Background: an optimization exercise with open tools, aiming at small area, a short achievable clock period and few clock cycles per item. Do not read the settings as production practice.
Where RTL was checked, it was by simulation tests only, not by an equivalence proof against the original.

## job 3405
Design aes_core, start of the top module:
module aes_core (
    input  wire         clk,
    input  wire         rst,       
    input  wire         start,     
    input  wire         key_256,   
    input  wire [255:0] key,
    input  wire [127:0] din,       
    output wire         ready,     
    output reg          done,      
    output reg  [127:0] dout
);
    reg [127:0] st0;                     
    reg [127:0] ka0, kb0;
    reg         v0, is256_0;
    reg [3:0]   rnd0;
    reg [7:0]   rcon0;
    reg [127:0] x1;                      
    reg [63:0]  m1;                      
    reg [31:0]  kw1;                     
    reg [15:0]  km1;                     
    reg [127:0] ka1, kb1;
    reg         v1, is256_1;
    reg [3:0]   rnd1;
    reg [7:0]   rcon1;
    reg [271:0] q2;                      
    reg [67:0]  kq2;                     
    reg [127:0] ka2, kb2;
    reg         v2, is256_2;
    reg [3:0]   rnd2;
    reg [7:0]   rcon2;
    reg         rdy;                     
    assign ready = rdy;
    genvar gi;
    wire [127:0] xa = st0 ^ ka0;
    wire [63:0]  ma;
    generate
        for (gi = 0; gi < 16; gi = gi + 1) begin : g_s1
  ...
For scale: ~1600 flip-flops.
clock: 7.0 ns
lec_check: 0
abc_clock_period_in_ps: 2400
cap_margin: 20
core_margin: 2
core_utilization: 55
cts_cluster_diameter: 100
cts_cluster_size: 24
setup_slack_margin: 4.6
slew_margin: 20
tns_end_percent: 0
run.sh (not shown) runs the stock make flow with config.mk's settings and CLKGATE_MAP_FILE= SYNTH_SCRIPT=/design/flow/synth_recipe.tcl, a recipe that flattens the netlist after the stock synthesis.
[inputs] job 7722 vs job 3405
- CAP_MARGIN changed from 20 to 10
- SETUP_SLACK_MARGIN changed from 4.6 to 4.35
- ABC_CLOCK_PERIOD_IN_PS changed from 2400 to 2650
- PLACE_DENSITY newly set to 0.7
- CORE_UTILIZATION changed from 55 to 60
- SLEW_MARGIN changed from 20 to 10
[summary]
Job 7722 completed end to end with timing, DRC and antenna clean. In job 7722 the width of the die turned out 16 µm lower than in job 3405. When job 7722 is set beside job 3405, its minimum setup slack in the final design turns out to be 0.40 ns smaller. Of job 3405 and job 7722, the higher sum of routed wire length over all layers belongs to job 3405. Job 3405 → job 7722: number of nets at the end of the flow shows a reduction of 53, placed cell area shows a reduction of 0.34%. Post-route clock period utilization: job 7722 vs job 3405 up 5.7 points. The placed cell count of job 7722 falls short of that of job 3405 by 157. Lower critical path arrival among job 3405 and job 7722: job 3405.
diff inputs: job 7722 => job 5806
- PLACE_DENSITY: 0.7 -> 0.75
- CORE_UTILIZATION: 60 -> 65
- SLEW_MARGIN: 10 -> 20
- CAP_MARGIN: 10 -> 20
- SETUP_SLACK_MARGIN: 4.35 -> 4.6
- ABC_CLOCK_PERIOD_IN_PS: 2650 -> 2400
--- outcome ---
- Job 5806 vs job 7722: pin count of the biggest net entering global routing up by a few percent
- Taking job 7722 as the reference, in job 5806 endpoint arrival time on the critical path shrank by 0.26 ns; number of iterations in the first detailed-routing pass saw an increase; met1 wire length went down by 5.3%.
- Summary: with job 7722 as the reference, die boundary width in job 5806 moved down by a few percent.
- Job 7722 → job 5806: overall via count from detail_route shows an increase of 996; wire length shows a reduction of about 0.3%.
- Job 5806 has more setup slack than job 7722.
No functional check of the RTL was part of any run of this note.

Another version of the RTL of aes_core (not shown whole).
Size in the first run: roughly 7900 cells after synthesis, roughly 1700 flip-flops, ~520 I/O pins, ~79000 um^2 of cells after synthesis.
Settings: LEC_CHECK=0, ABC_CLOCK_PERIOD_IN_PS=2400, CAP_MARGIN=20, CORE_MARGIN=2, CORE_UTILIZATION=40, SETUP_SLACK_MARGIN=4.6, SLEW_MARGIN=20, TNS_END_PERCENT=0; clock period 7.0 ns.
Testbench counts at the start, summed over its fixed seeds: cycles 97,597, blocks 8,000.
Next try:
- CORE_UTILIZATION: 40 -> 55
- CTS_CLUSTER_DIAMETER: default -> 120
- CTS_CLUSTER_SIZE: default -> 30
Effect: Cell area decreases by 4.2%; setup slack is better by 0.20 ns; via count decreases by 1.6%; cell count decreases by 8.6%; area after synthesis is unchanged; maximum frequency increases by 7.5%.

Another version of the RTL of aes_core (not shown whole).
For scale: about 7100 cells after synthesis, ~1100 flip-flops, about 68000 um^2 of cells after synthesis.
make LEC_CHECK=0 ABC_CLOCK_PERIOD_IN_PS=3400 CAP_MARGIN=20 CORE_MARGIN=2 CORE_UTILIZATION=40 SETUP_SLACK_MARGIN=3.6 SLEW_MARGIN=20 TNS_END_PERCENT=0 finish   # period 7.0 ns
Change:
- ABC_CLOCK_PERIOD_IN_PS: 3400 -> 2700
- SETUP_SLACK_MARGIN: 3.6 -> 4.3
The new run went through all stages and came out clean.
Synthesized area does not change.
Setup slack improved by 0.054 ns.
Via count grows slightly.
Wire length grows by a few percent.
Die area stays the same.
No run of this note included a check of the RTL's function; only the layout flow was run.

aes_core, a different RTL version from the one above (not shown whole).
For scale: ~1600 flip-flops, ~520 I/O pins, roughly 78000 um2 of cells after synthesis.
==> flow/config.mk <==
export PLATFORM = sky130hd
export DESIGN_NAME = aes_core
export DESIGN_NICKNAME = aes_core
export VERILOG_FILES = /design/flow/design.v
export SDC_FILE = /design/flow/constraint.sdc
export NUM_CORES = 4
export LEC_CHECK = 0
export ABC_CLOCK_PERIOD_IN_PS = 2400
export CAP_MARGIN = 20
export CORE_MARGIN = 2
export CORE_UTILIZATION = 55
export CTS_CLUSTER_DIAMETER = 100
export CTS_CLUSTER_SIZE = 24
export SETUP_SLACK_MARGIN = 4.6
export SLEW_MARGIN = 20
export TNS_END_PERCENT = 0
==> flow/constraint.sdc <==
create_clock -name core_clock -period 7.0 [get_ports {clk}]
set_input_delay 1.4000 -clock core_clock [delete_from_list [all_inputs] [get_ports {clk}]]
set_output_delay 1.4000 -clock core_clock [all_outputs]
set_load 0.01 [all_outputs]
standard.sh (not shown) runs the stock make flow with config.mk's settings and CLKGATE_MAP_FILE= SYNTH_SCRIPT=/design/flow/synth_recipe.tcl, a recipe that flattens the netlist after the stock synthesis.
==> flow/flow/run.sh <==
#!/bin/bash
# The standard layout (standard.sh: the standard flow's synthesis and ORFS flow with config.mk's settings),
# with one change: the buffers ORFS puts on every input and output port are the platform's
# smallest buffer, sky130_fd_sc_hd__buf_1, instead of its default pick; timing repair still
# resizes them where a path needs it. The make output goes to standard.log; each ORFS step
# writes its own log under orfs/logs/.
set -euo pipefail
export BUFFER_PORTS_ARGS="-buffer_cell sky130_fd_sc_hd__buf_1"
bash standard.sh > standard.log 2>&1
The first run produced a layout that fails on antenna rules.
Testbench counts at the start, summed over its fixed seeds: cycles 97,597, blocks 8,000.
Next try:
==> flow/run.sh (new file) <==
#!/bin/bash
# synth_recipe.tcl (not shown) runs the flow's synth.tcl, then flattens the netlist and writes it again
# the make line also repeats each setting of config.mk as NAME=value (left out here)
make -C /OpenROAD-flow-scripts/flow DESIGN_CONFIG=/design/flow/config.mk WORK_HOME=/design/flow/orfs CLKGATE_MAP_FILE= SYNTH_SCRIPT=/design/flow/synth_recipe.tcl finish
removed: flow/flow/run.sh
removed: flow/standard.sh
The new run ran to the end with no violations.
Global-route usage came out higher by 0.21 points.
Die area is unchanged.
Routed wire length came out higher by 1.1%.
Register-to-register slack gets better by 0.07 ns.
Count of clock-buffer cells in the layout rose by 1.
Design area increases by 4.2%.
Via count stays flat.
Sequential share of layout area fell by 1.4 points.
Next try:
==> flow/flow/run.sh (new file) <==
#!/bin/bash
# The standard layout (standard.sh: the standard flow's synthesis and ORFS flow with config.mk's settings),
# with one change: the buffers ORFS puts on every input and output port are the platform's
# smallest buffer, sky130_fd_sc_hd__buf_1, instead of its default pick; timing repair still
# resizes them where a path needs it. The make output goes to standard.log; each ORFS step
# writes its own log under orfs/logs/.
set -euo pipefail
export BUFFER_PORTS_ARGS="-buffer_cell sky130_fd_sc_hd__buf_1"
bash standard.sh > standard.log 2>&1
==> flow/standard.sh (new file) <==
#!/bin/bash
# synth_recipe.tcl (not shown) runs the flow's synth.tcl, then flattens the netlist and writes it again
# the make line also repeats each setting of config.mk as NAME=value (left out here)
make -C /OpenROAD-flow-scripts/flow DESIGN_CONFIG=/design/flow/config.mk WORK_HOME=/design/flow/orfs CLKGATE_MAP_FILE= SYNTH_SCRIPT=/design/flow/synth_recipe.tcl "${@:-finish}"
Settings changed: TNS_END_PERCENT 0 to 10.
removed: flow/run.sh
=>
- The new run passed the timing, design-rule and antenna checks
- register-to-register slack degrades by 0.09 ns
- final area decreases slightly
- global-route usage stays flat
- worst setup slack degrades by 0.094 ns
- maximum frequency decreases by a few percent
- die area is unchanged
- clock skew barely changes
- via count increases slightly
- final cell count increases slightly

-- afterwards: timing with drivers on the ports --
Ports are ideal in the flow. The routed layouts listed here were re-timed in OpenROAD.
Step 1 (the two cells are an assumption about what drives the block):
set clk [get_ports {clk}]
set_driving_cell -lib_cell sky130_fd_sc_hd__clkbuf_16 $clk
set_driving_cell -lib_cell sky130_fd_sc_hd__buf_2 [delete_from_list [all_inputs] $clk]
Step 2, shift: input delay + t, output delay - t, t = (earliest + latest rising clock arrival at the registers) / 2. This alone moves slack from input paths to output paths.
Three values: ideal ports, drivers, drivers and shift; two values: the first two.
| run | shift t [ns] | slack for setup (ns) | latest minus earliest clock arrival (ns) |
|---|---|---|---|
| job 3405 | 0.784 | 4.348 / 4.261 / 4.289 | 0.042 / 0.042 |
| job 7722 | 0.809 | 3.949 / 3.949 / 3.898 | 0.029 / 0.029 |
| job 5806 | 0.782 | 4.264 / 4.205 / 4.264 | 0.032 / 0.033 |
| the first run of note 2 | 0.907 | 4.137 / 4.127 / 4.137 | 0.053 / 0.053 |
| the second run of note 2 | 0.786 | 4.336 / 4.255 / 4.304 | 0.037 / 0.036 |
| the first run of note 3 | 0.839 | 3.508 / 3.508 / 3.277 | 0.050 / 0.051 |
| the second run of note 3 | 0.865 | 3.563 / 3.563 / 3.206 | 0.041 / 0.041 |
| the first run of note 4 | 0.814 | 4.276 / 4.198 / 4.142 | 0.046 / 0.045 |
| the second run of note 4 | 0.785 | 4.351 / 4.291 / 4.142 | 0.032 / 0.032 |
| the third run of note 4 | 0.814 | 4.256 / 4.249 / 4.175 | 0.032 / 0.032 |
For the second run of note 3, which loses most, drivers alone change the setup slack by 0.000 ns; drivers and shift together by -0.357 ns.
